This design comes from an exercise in tuning for small area, a short achievable clock period and few clock cycles per item on the open sky130 flow, not from production work.
At most, simulation tests tie the RTL to the original design; equivalence was not proved.

JK:
==> module glade_div, before the edit <==
module glade_div (
    input  wire        clk,
    input  wire        rst,
    input  wire        start,
    input  wire [1:0]  op,
    input  wire [63:0] a,
    input  wire [63:0] b,
    output wire        ready,
    output wire        done,
    output wire [63:0] result
);
    reg st_s1, st_run, st_move, st_neg, st_done;
    reg rdy;
    reg [63:0] rem;        
    reg [67:0] opd;        
    reg        cin;        
    reg [63:0] bq;         
    reg [4:0]  cnt;        
    reg        want_rem;   
    reg        sa;         
    reg        sb;         
    reg        qsel;       
    reg        sk;         
    reg        dz;         
    function [6:0] nlz64(input [63:0] x);
        reg [15:0] v4;
        reg [31:0] c4;
        reg [7:0]  v8;
        reg [23:0] c8;
        reg [3:0]  v16;
        reg [15:0] c16;
        reg [1:0]  v32;
        reg [9:0]  c32;
        reg [3:0]  n;
        integer i;
        begin
            for (i = 0; i < 16; i = i + 1) begin
                n = x[4*i +: 4];
                v4[i] = |n;
                c4[2*i +: 2] = n[3] ? 2'd0 : n[2] ? 2'd1 : n[1] ? 2'd2 : 2'd3;
            end
            for (i = 0; i < 8; i = i + 1) begin
                v8[i] = v4[2*i+1] | v4[2*i];
                c8[3*i +: 3] = v4[2*i+1] ? {1'b0, c4[2*(2*i+1) +: 2]} : {1'b1, c4[2*(2*i) +: 2]};
            end
            for (i = 0; i < 4; i = i + 1) begin
                v16[i] = v8[2*i+1] | v8[2*i];
                c16[4*i +: 4] = v8[2*i+1] ? {1'b0, c8[3*(2*i+1) +: 3]} : {1'b1, c8[3*(2*i) +: 3]};
            end
            for (i = 0; i < 2; i = i + 1) begin
                v32[i] = v16[2*i+1] | v16[2*i];
                c32[5*i +: 5] = v16[2*i+1] ? {1'b0, c16[4*(2*i+1) +: 4]} : {1'b1, c16[4*(2*i) +: 4]};
            end
            if (v32[1])      nlz64 = {2'b00, c32[9:5]};
            else if (v32[0]) nlz64 = {2'b01, c32[4:0]};
            else             nlz64 = 7'd64;
        end
    endfunction
    function [67:0] add68(input [67:0] x, input [67:0] y, input ci);
        reg [67:0] g, p;
        integer i, l;
        begin
            p = x ^ y;
            g = x & y;
            g[0] = g[0] | (p[0] & ci);
            add68[0] = p[0] ^ ci;
            for (l = 0; l < 7; l = l + 1)
                for (i = 67; i >= 0; i = i - 1)
                    if ((i % (2 << l)) == (2 << l) - 1) begin
                        g[i] = g[i] | (p[i] & g[i - (1 << l)]);
                        p[i] = p[i] & p[i - (1 << l)];
                    end
            for (l = 5; l >= 0; l = l - 1)
                for (i = 67; i >= 0; i = i - 1)
                    if (i >= (3 << l) - 1 && (i % (2 << l)) == (1 << l) - 1) begin
                        g[i] = g[i] | (p[i] & g[i - (1 << l)]);
                        p[i] = p[i] & p[i - (1 << l)];
                    end
            for (i = 1; i < 68; i = i + 1)
                add68[i] = x[i] ^ y[i] ^ g[i - 1];
        end
    endfunction
    wire [67:0] rx   = {4'b0000, rem};
    wire [67:0] opd2 = {opd[66:0], cin};
    wire [67:0] sum  = add68(rx, opd, cin);
    wire [67:0] sum2 = add68(rx, opd2, cin);
    wire [67:0] cs_s = rx ^ opd ^ opd2;
    wire [67:0] cs_c = (rx & opd) | (rx & opd2) | (opd & opd2);
    wire [67:0] sum3 = add68(cs_s, {cs_c[66:0], cin}, cin);
    wire        fit1 = ~sum[67];
    wire        fit2 = ~sum2[67];
    wire        fit3 = ~sum3[67];
    wire [63:0] rnext = fit3 ? sum3[63:0] : fit2 ? sum2[63:0] : sum[63:0];
    wire        a_neg = op[0] & a[63];
    wire        b_neg = op[0] & b[63];
    wire [63:0] ax    = a ^ {64{a_neg}};         
    wire [63:0] bx    = b ^ {64{b_neg}};         
    wire [6:0]  nla    = nlz64(ax);
    wire [6:0]  nlb    = nlz64(bx);
    wire [5:0]  nlb6   = nlb[6] ? 6'd63 : nlb[5:0];
    wire [7:0]  s8     = {2'b00, nlb6} + {7'd0, a_neg} - {1'b0, nla};
    wire        b_zero = ~|b;
    wire        skip   = s8[7] | b_zero;
    wire [63:0] skipres = want_rem ? (opd[63:0] ^ {64{sa}}) : {64{dz}};
    reg  [67:0] bsl;
    integer k;
    always @* begin
        bsl = {{4{sb}}, bq};
        for (k = 4; k >= 0; k = k - 1)
            if (cnt[k]) bsl = bsl << (2 << k);
    end
    wire [67:0] bsh   = bsl ^ {68{~sb}};
    wire        neg   = want_rem ? sa : (sa ^ sb);
    wire        last  = (cnt == 5'd0);
    wire        busy  = st_s1 | st_run | st_move | st_neg;
    wire        acc   = rdy & start;
    wire        fin   = (acc & skip) | (st_run & last & ~neg) | st_neg;
    assign ready  = rdy;
    assign done   = st_done;
    assign result = sk ? skipres : qsel ? bq : rem;
    always @(posedge clk) begin
        if (rst) begin
            st_s1   <= 1'b0;
            st_run  <= 1'b0;
            st_move <= 1'b0;
            st_neg  <= 1'b0;
            st_done <= 1'b0;
            rdy     <= 1'b1;
        end else begin
            st_s1   <= acc & ~skip;
            st_run  <= st_s1 | (st_run & ~last);
            st_move <= st_run & last & neg & ~want_rem;
            st_neg  <= (st_run & last & neg & want_rem) | st_move;
            st_done <= fin;
            rdy     <= fin | (rdy & ~start);
        end
    end
    always @(posedge clk) begin
        if (st_run & fit1)
            rem <= rnext;
        else if (st_s1)
            rem <= sum[63:0];
        else if (st_neg)
            rem <= ~sum[63:0];
        else if (st_move)
            rem <= bq;
        else if (~busy)
            rem <= 64'd0;
        opd <= ~busy              ? {4'b0000, ax} :
               st_s1              ? bsh :
               (st_run & ~last)   ? {2'b11, opd[67:2]} : {68{1'b1}};
        cin <= ~busy              ? a_neg :
               st_s1              ? ~sb :
               (st_run & ~last)   ? cin : 1'b0;
        bq  <= ~busy ? b :
               st_s1 ? 64'd0 : {bq[61:0], fit2, fit1 & (fit3 | ~fit2)};
        cnt <= ~busy ? s8[5:1] : st_run ? cnt - 5'd1 : cnt;
        if (~busy) begin
            want_rem <= op[1];
            sa       <= a_neg;
            sb       <= b_neg;
            qsel     <= ~op[1] & ~(a_neg ^ b_neg);
            sk       <= skip;
            dz       <= b_zero;
        end
    end
endmodule
make LEC_CHECK=0 CAP_MARGIN=20 CORE_MARGIN=2 CORE_UTILIZATION=40 GPL_TIMING_DRIVEN=0 PLACE_DENSITY=0.6 SETUP_SLACK_MARGIN=0.2 SLEW_MARGIN=20 finish   # period 5.0 ns
run.sh (not shown) runs the stock make flow with config.mk's settings and CLKGATE_MAP_FILE= SYNTH_SCRIPT=/design/flow/synth_recipe.tcl, a recipe that flattens the netlist after the stock synthesis.
Input changes introduced in MS (baseline for comparison: JK):
--- a/flow/design.v
+++ b/flow/design.v
@@ -145,23 +145,33 @@
         else if (st_move)
             rem <= bq;
         else if (~busy)
             rem <= 64'd0;
-        opd <= ~busy              ? {4'b0000, ax} :
-               st_s1              ? bsh :
-               (st_run & ~last)   ? {2'b11, opd[67:2]} : {68{1'b1}};
-        cin <= ~busy              ? a_neg :
-               st_s1              ? ~sb :
-               (st_run & ~last)   ? cin : 1'b0;
-        bq  <= ~busy ? b :
-               st_s1 ? 64'd0 : {bq[61:0], fit2, fit1 & (fit3 | ~fit2)};
-        cnt <= ~busy ? s8[5:1] : st_run ? cnt - 5'd1 : cnt;
         if (~busy) begin
+            opd      <= {4'b0000, ax};
+            cin      <= a_neg;
+            bq       <= b;
+            cnt      <= s8[5:1];
             want_rem <= op[1];
             sa       <= a_neg;
             sb       <= b_neg;
             qsel     <= ~op[1] & ~(a_neg ^ b_neg);
             sk       <= skip;
             dz       <= b_zero;
         end
+        if (st_s1) begin
+            opd <= bsh;
+            cin <= ~sb;
+            bq  <= 64'd0;
+        end
+        if (st_run) begin
+            bq  <= {bq[61:0], fit2, fit1 & (fit3 | ~fit2)};
+            cnt <= cnt - 5'd1;
+            if (last) begin
+                opd <= {68{1'b1}};
+                cin <= 1'b0;
+            end else begin
+                opd <= {2'b11, opd[67:2]};
+            end
+        end
     end
 endmodule
## What came out
Compared with JK, MS is more frugal on power. Measured against each other, JK and MS differ in register fraction of the total cell area, the higher figure coming from MS. The share of the final layout cell area in multi-input gates of MS is lower than that of JK. met4 as the uppermost layer routed was reported by MS, and met5 by JK. Compared with JK, MS shows a global-route usage over all layers that is 3.8 points lower. Against JK as the reference, MS delivers a lower met1 usage. MS vs. JK: synthesized cell count went down by 116.
Testbench counts of MS, summed over its fixed seeds: cycles 24,582, items 2,400.
Only the layout flow was run in JK; the RTL was not checked for function there.

==> afterwards: timing with drivers on the ports <==
In the flow no input, the clock included, has a driving cell. The finished layouts below were timed again as built, in two steps.
Step 1 assumes that a clkbuf_16 drives the clock port and a buf_2 every other input.
Step 2 adds t to the input delays and takes it off the output delays; t is the mean of the earliest and latest rising clock arrival at the registers after step 1. Input paths then give back, and output paths get back, about the clock's delay inside the block.
a / b / c = ideal ports / drivers / drivers and shift; a / b = the first two.
run | t (ns) | setup slack, ns | cell pins on the clock port's net
JK | 0.654 | 0.212 / 0.212 / -0.421 | 1
MS | 0.639 | 0.276 / 0.226 / -0.333 | 1
With both steps, setup timing fails in JK and MS, where it was met with ideal ports. For JK, which loses most, drivers alone change the setup slack by 0.000 ns; drivers and shift together by -0.633 ns.
